This design comes from an exercise in tuning for small area, a short achievable clock period and few clock cycles per item on the open sky130 flow, not from production work. Only simulation tests tie the RTL to the original design; equivalence was not proved. No activity file was given, so power comes from the tool's default toggle rates.

==> flow/design.v, too long to show whole: its modules and the start of the top module <==
// module fma32: 842 lines
// module mul24c: 1687 lines
// module fa_cell: 4 lines
module fma32 (
    input  wire        clk,
    input  wire        rst,
    input  wire        in_valid,
    output wire        in_ready,
    input  wire [31:0] a,
    input  wire [31:0] b,
    input  wire [31:0] c,
    output reg         out_valid,
    output reg  [31:0] d
);
  // ...
==> flow/flow/run.sh <==
#!/bin/bash
# Layout: the standard flow (standard.sh: unchanged synthesis and steps),
# with two settings passed to ORFS:
#  - timing repair asked to leave 21.3 ns of setup slack at the design's
#    28 ns clock, i.e. to optimise the paths towards 6.7 ns;
#  - every port still gets its buffer, but a buf_1 instead of the 10 um2
#    clkdlybuf4s50_1 that buffer_ports picks by default.
# The SDC, clock period and I/O constraints are the standard flow's, untouched.
set -euo pipefail
bash standard.sh SETUP_SLACK_MARGIN=21.3 \
  "BUFFER_PORTS_ARGS=-buffer_cell sky130_fd_sc_hd__buf_1" \
  finish > standard_flow.log 2>&1
==> flow/standard.sh <==
#!/bin/bash
# synth_recipe.tcl (not shown) runs the flow's synth.tcl, then flattens the netlist and writes it again
# the make line also repeats each setting of config.mk as NAME=value (left out here)
make -C /OpenROAD-flow-scripts/flow DESIGN_CONFIG=/design/flow/config.mk WORK_HOME=/design/flow/orfs CLKGATE_MAP_FILE= SYNTH_SCRIPT=/design/flow/synth_recipe.tcl "${@:-finish}"
==> flow/config.mk <==
export PLATFORM = sky130hd
export DESIGN_NAME = fma32
export DESIGN_NICKNAME = fma32
export VERILOG_FILES = /design/flow/design.v
export SDC_FILE = /design/flow/constraint.sdc
export NUM_CORES = 4
export LEC_CHECK = 0
export CAP_MARGIN = 20
export CORE_MARGIN = 2
export CORE_UTILIZATION = 60
export SLEW_MARGIN = 20
export SYNTH_HIERARCHICAL = 1
export SYNTH_MINIMUM_KEEP_SIZE = 0
==> flow/constraint.sdc <==
create_clock -name core_clock -period 28.0 [get_ports {clk}]
set_input_delay 5.6000 -clock core_clock [delete_from_list [all_inputs] [get_ports {clk}]]
set_output_delay 5.6000 -clock core_clock [all_outputs]
set_load 0.01 [all_outputs]
==> summary.md, run 1 <==
| Metric | Value |
|---|---|
| # nets final | `5004` |
| WP buf/inv | `1` |
| Setup TNS | `0 ns` |
| Sw Pwr | `0.00301 W` |
| Outcome | `no timing/DRC/antenna violations` |
| Area Overhead vs Synth | `8.46%` |
| H-tree levels | `2` |
| IO Pins | `133` |
| Syn_nets | `4992` |
| Post-CTS setup buffers | `29` |
| Final wirelength | `127000 µm` |
| Clock share of power | `9.4%` |
| Tap cells | `855` |
| Non-CTS buffers | `295` |
| Share of layout cells above drive strength 1 | `12.5%` |
| Filler Cell Count | `5420` |
| Hold Fails Final Rpt | `0` |
| Via density | `6.37` |
| Final setup violating endpoints | `0` |
| Yosys warns | `7` |
| Initial drt markers | `3701` |
| Leak Pwr | `16.7 nW` |
| Post-cts resize count | `86` |
| Clkbuf count | `48` |
| CP Launch Type | `flip-flop` |
| Buffer share of cell area | `4.60%` |
| Int Pwr | `0.00281 W` |
Testbench counts, summed over its fixed seeds: cycles 24,032, items 24,000.
==> run 2, diff against run 1 <==
--- a/flow/config.mk
+++ b/flow/config.mk
@@ -7,7 +7,7 @@
 export LEC_CHECK = 0
 export CAP_MARGIN = 20
 export CORE_MARGIN = 2
-export CORE_UTILIZATION = 60
+export CORE_UTILIZATION = 66
 export SLEW_MARGIN = 20
 export SYNTH_HIERARCHICAL = 1
 export SYNTH_MINIMUM_KEEP_SIZE = 0
==> run 2 against run 1 <==
Count of clock-buffer cells in the layout is 6 higher. Combinational power increased by 0.9%. Sequential share of layout area decreased by 0.10 points. First-iteration DRC count is 14% higher. Sequential power barely moved. Maximum frequency shrank 1.8%. Synthesized cell count unchanged. Critical path depth increased by 29. Critical endpoint is now m2[18].
==> summary.md, run 2 <==
| Metric | Value |
|---|---|
| IO Pins | `133 (unchanged)` |
| Most frequent cells in the layout | `749 x nand2_1, 546 x fa_1, 339 x dfxtp_1` |
| Non-Filler Instances | `5056` |
| RSZ-0062 raised after global routing | `false` |
| Worst path max stage delay | `0.44 ns` |
| Crit Reg-Reg Startpoint | `fsn1[42]` |
| Port Buffers | `131` |
| Syn_nets | `4992 (unchanged)` |
| Final cycle utilization of the critical path | `24.2%` |
| Number of global-route vias before repair | `31792` |
| CTS tree | `done` |
| Origin of the worst min-delay path | `infs1` |
| Vias | `33172` |
| RD Place Congestion | `1.03` |
| Worst-path clk slew | `0.07 ns` |
| Final wirelength | `124000 µm (-2.0%)` |
| Syn Inst Count | `4214` |
| Peak VDD IR | `106 µV` |
| WP buf/inv | `9 (+8)` |
| Required @ worst endpoint | `28.48 ns` |
| PwrDens | `139 nW/µm²` |
| Clk sinks | `344` |
| Routed wire per std cell | `24.5 µm` |
| CTS buffer count | `39` |
| Total power | `0.00585 W` |
| # nets final | `5037 (+0.66%)` |
| Largest net degree at the start of global routing | `56` |
| Share of layout cells above drive strength 1 | `13.2% (+0.65 points)` |
| Synth Cell Area | `38700 µm²` |
| Final hold slack | `0.326 ns` |
| Initial Util | `66.9%` |
| DRT Pass-1 Iters | `8` |
| Crit path time final | `6.79 ns` |
| Leak Pwr | `16.9 nW (+1.3%)` |
| Regs by FF count | `fcn1 x48, fsn1 x48, m2 x40` |
| Hold Fails Final Rpt | `0 (unchanged)` |
| Most common cell after layout, fill and taps aside | `nand2_1` |
| Critical path capture point type | `flip-flop` |
| Worst Tran Pin Value | `1.31 ns` |
| Setup TNS | `0 ns (unchanged)` |
| Die width | `246 µm` |
| Filler Cell Count | `4396 (-19%)` |
| Via density | `6.56 (+3.0%)` |
| Gr usage total | `39.5%` |
| CP max-delay cell | `a221o_2` |
| Outcome | `no timing/DRC/antenna violations` |
| Max Clock Freq | `0.147 GHz` |
| Initial antenna violation count | `2` |
| Max cap viols | `0` |
| H-tree levels | `2 (unchanged)` |
| DP Cell Count | `4860` |
| Arr. time, crit path | `7.27 ns` |
| Die ar. | `60500 µm²` |
| HPWL after detailed placement | `87800 µm` |
| Yosys warns | `7 (unchanged)` |
| Synth Area per Inst | `9.17 µm²` |
| Type of the worst min-delay path | `reg -> reg` |
| Initial drt markers | `4216 (+14%)` |
| DR DRC count | `0` |
| Final setup violating endpoints | `0 (unchanged)` |
| Routed Antenna Nets | `0` |
| Area Overhead vs Synth | `9.15%` |
| Core Rows | `88` |
| First-pass GRT wire length | `184000 µm` |
| Chip height | `246 µm` |
| Clock Latency Late Sink | `0.58 ns` |
| Core area | `57800 µm²` |
| Max Slew Vio Count | `0` |
| Slew HR | `11.9%` |
| CP Class | `reg -> reg` |
| Worst Setup SP | `fsn1[42]` |
| Setup Skew | `0.0286 ns` |
| CP Launch Type | `flip-flop` |
| Top Family by Delay on Critical Path | `compound AO/OA/AOI/OAI gates` |
| CTS root buf | `clkbuf_16` |
| Worst-case clock buffer depth | `3` |
| Critical path peak fanout | `18` |
| GRT overflow | `0` |
==> run 2: layout make-up <==
| class | count | area, µm² | share of cell area [%] |
|---|---|---|---|
| multi-input cells | 3244 | 29500 | 70.0 |
| flip-flops and latches | 344 | 6890 | 16.3 |
| repair buffers | 330 | 2320 | 5.51 |
| inverters | 300 | 1150 | 2.73 |
| clock buffers | 54 | 1090 | 2.59 |
| well taps | 765 | 957 | 2.27 |
| clock inverters | 17 | 251 | 0.596 |
| diodes | 2 | 5.00 | 0.0119 |
==> run 2: what timing repair did <==
action,4_1_cts,5_1_grt
endpoints found under the setup margin,82,99
gates cloned,2,15
pin swaps,11,55
hold buffers,0,0
buffers inserted,19,87
gates resized for setup,78,157
==> run 2: worst register-to-register path: cells and delay by family, from the launching register on <==
| kind | cells | cell delay, ns |
|---|---|---|
| compound gates | 11 | 2.59 |
| buf+inv | 9 | 1.35 |
| mux | 1 | 0.38 |
| xor+xnor | 1 | 0.34 |
| simple gates | 6 | 1.24 |
| fa+ha+maj | 2 | 0.49 |
| flops | 1 | 0.32 |
==> run 2: final timing paths <==
path / end / slack, ns / cells after the start
max: m2[18] / 21.21 / 30
min: infs2 / 0.33 / 0
max reg2reg: m2[18] / 21.21 / 30
min reg2reg: infs2 / 0.33 / 0
==> run 2: layer usage <==
metal	wire length (µm)	track usage, %	vias to the layer above
li1	-	-	14288
met4	5440	13.8	2
met2	54500	60.2	2345
met3	15700	8.95	426
met1	48500	55.7	16111
met5	13	0	-
==> run 2: stage by stage <==
step	instance area, µm²	utilization (%)	setup WS, ns
final	42200	73.0	21.21
after CTS	40600	70.2	21.30
after global routing	42200	73.0	21.12
after global placement	38700	66.9	19.61
after floorplan	38700	-	21.30
after detailed placement	38700	66.9	19.52
==> run 2: report_power, final <==
group	switching (W)	leakage [nW]	internal (W)
sequential	0.000145	2.89	0.000713
clock	0.000224	0.641	0.000321
combinational	0.00262	13.4	0.00183

==> afterwards: timing with drivers on the ports <==
In the flow no input, the clock included, has a driving cell. The finished layouts below were timed again as built, in two steps.
Step 1 (the two cells are an assumption about what drives the block):
set clk [get_ports {clk}]
set_driving_cell -lib_cell sky130_fd_sc_hd__clkbuf_16 $clk
set_driving_cell -lib_cell sky130_fd_sc_hd__buf_2 [delete_from_list [all_inputs] $clk]
Step 2 moves the port delays by t, midway between the first and last clock arrival at a register: inputs arrive t later, outputs are due t later. That takes back most of the time a late clock gives input paths.
a / b / c = ideal / step 1 / step 2; a / b = the first two.
run | t, ns | setup slack, ns | hold slack, ns | latest minus earliest clock arrival (ns)
run 1 | 0.663 | 21.331 / 21.264 / 21.144 | 0.321 / 0.321 / 0.321 | 0.032 / 0.033
run 2 | 0.635 | 21.211 / 21.211 / 21.088 | 0.326 / 0.326 / 0.326 | 0.030 / 0.029
After both steps every run listed still meets setup and hold. The setup slack of run 1, which loses most, moves by -0.067 ns with the drivers and by -0.187 ns with both steps.
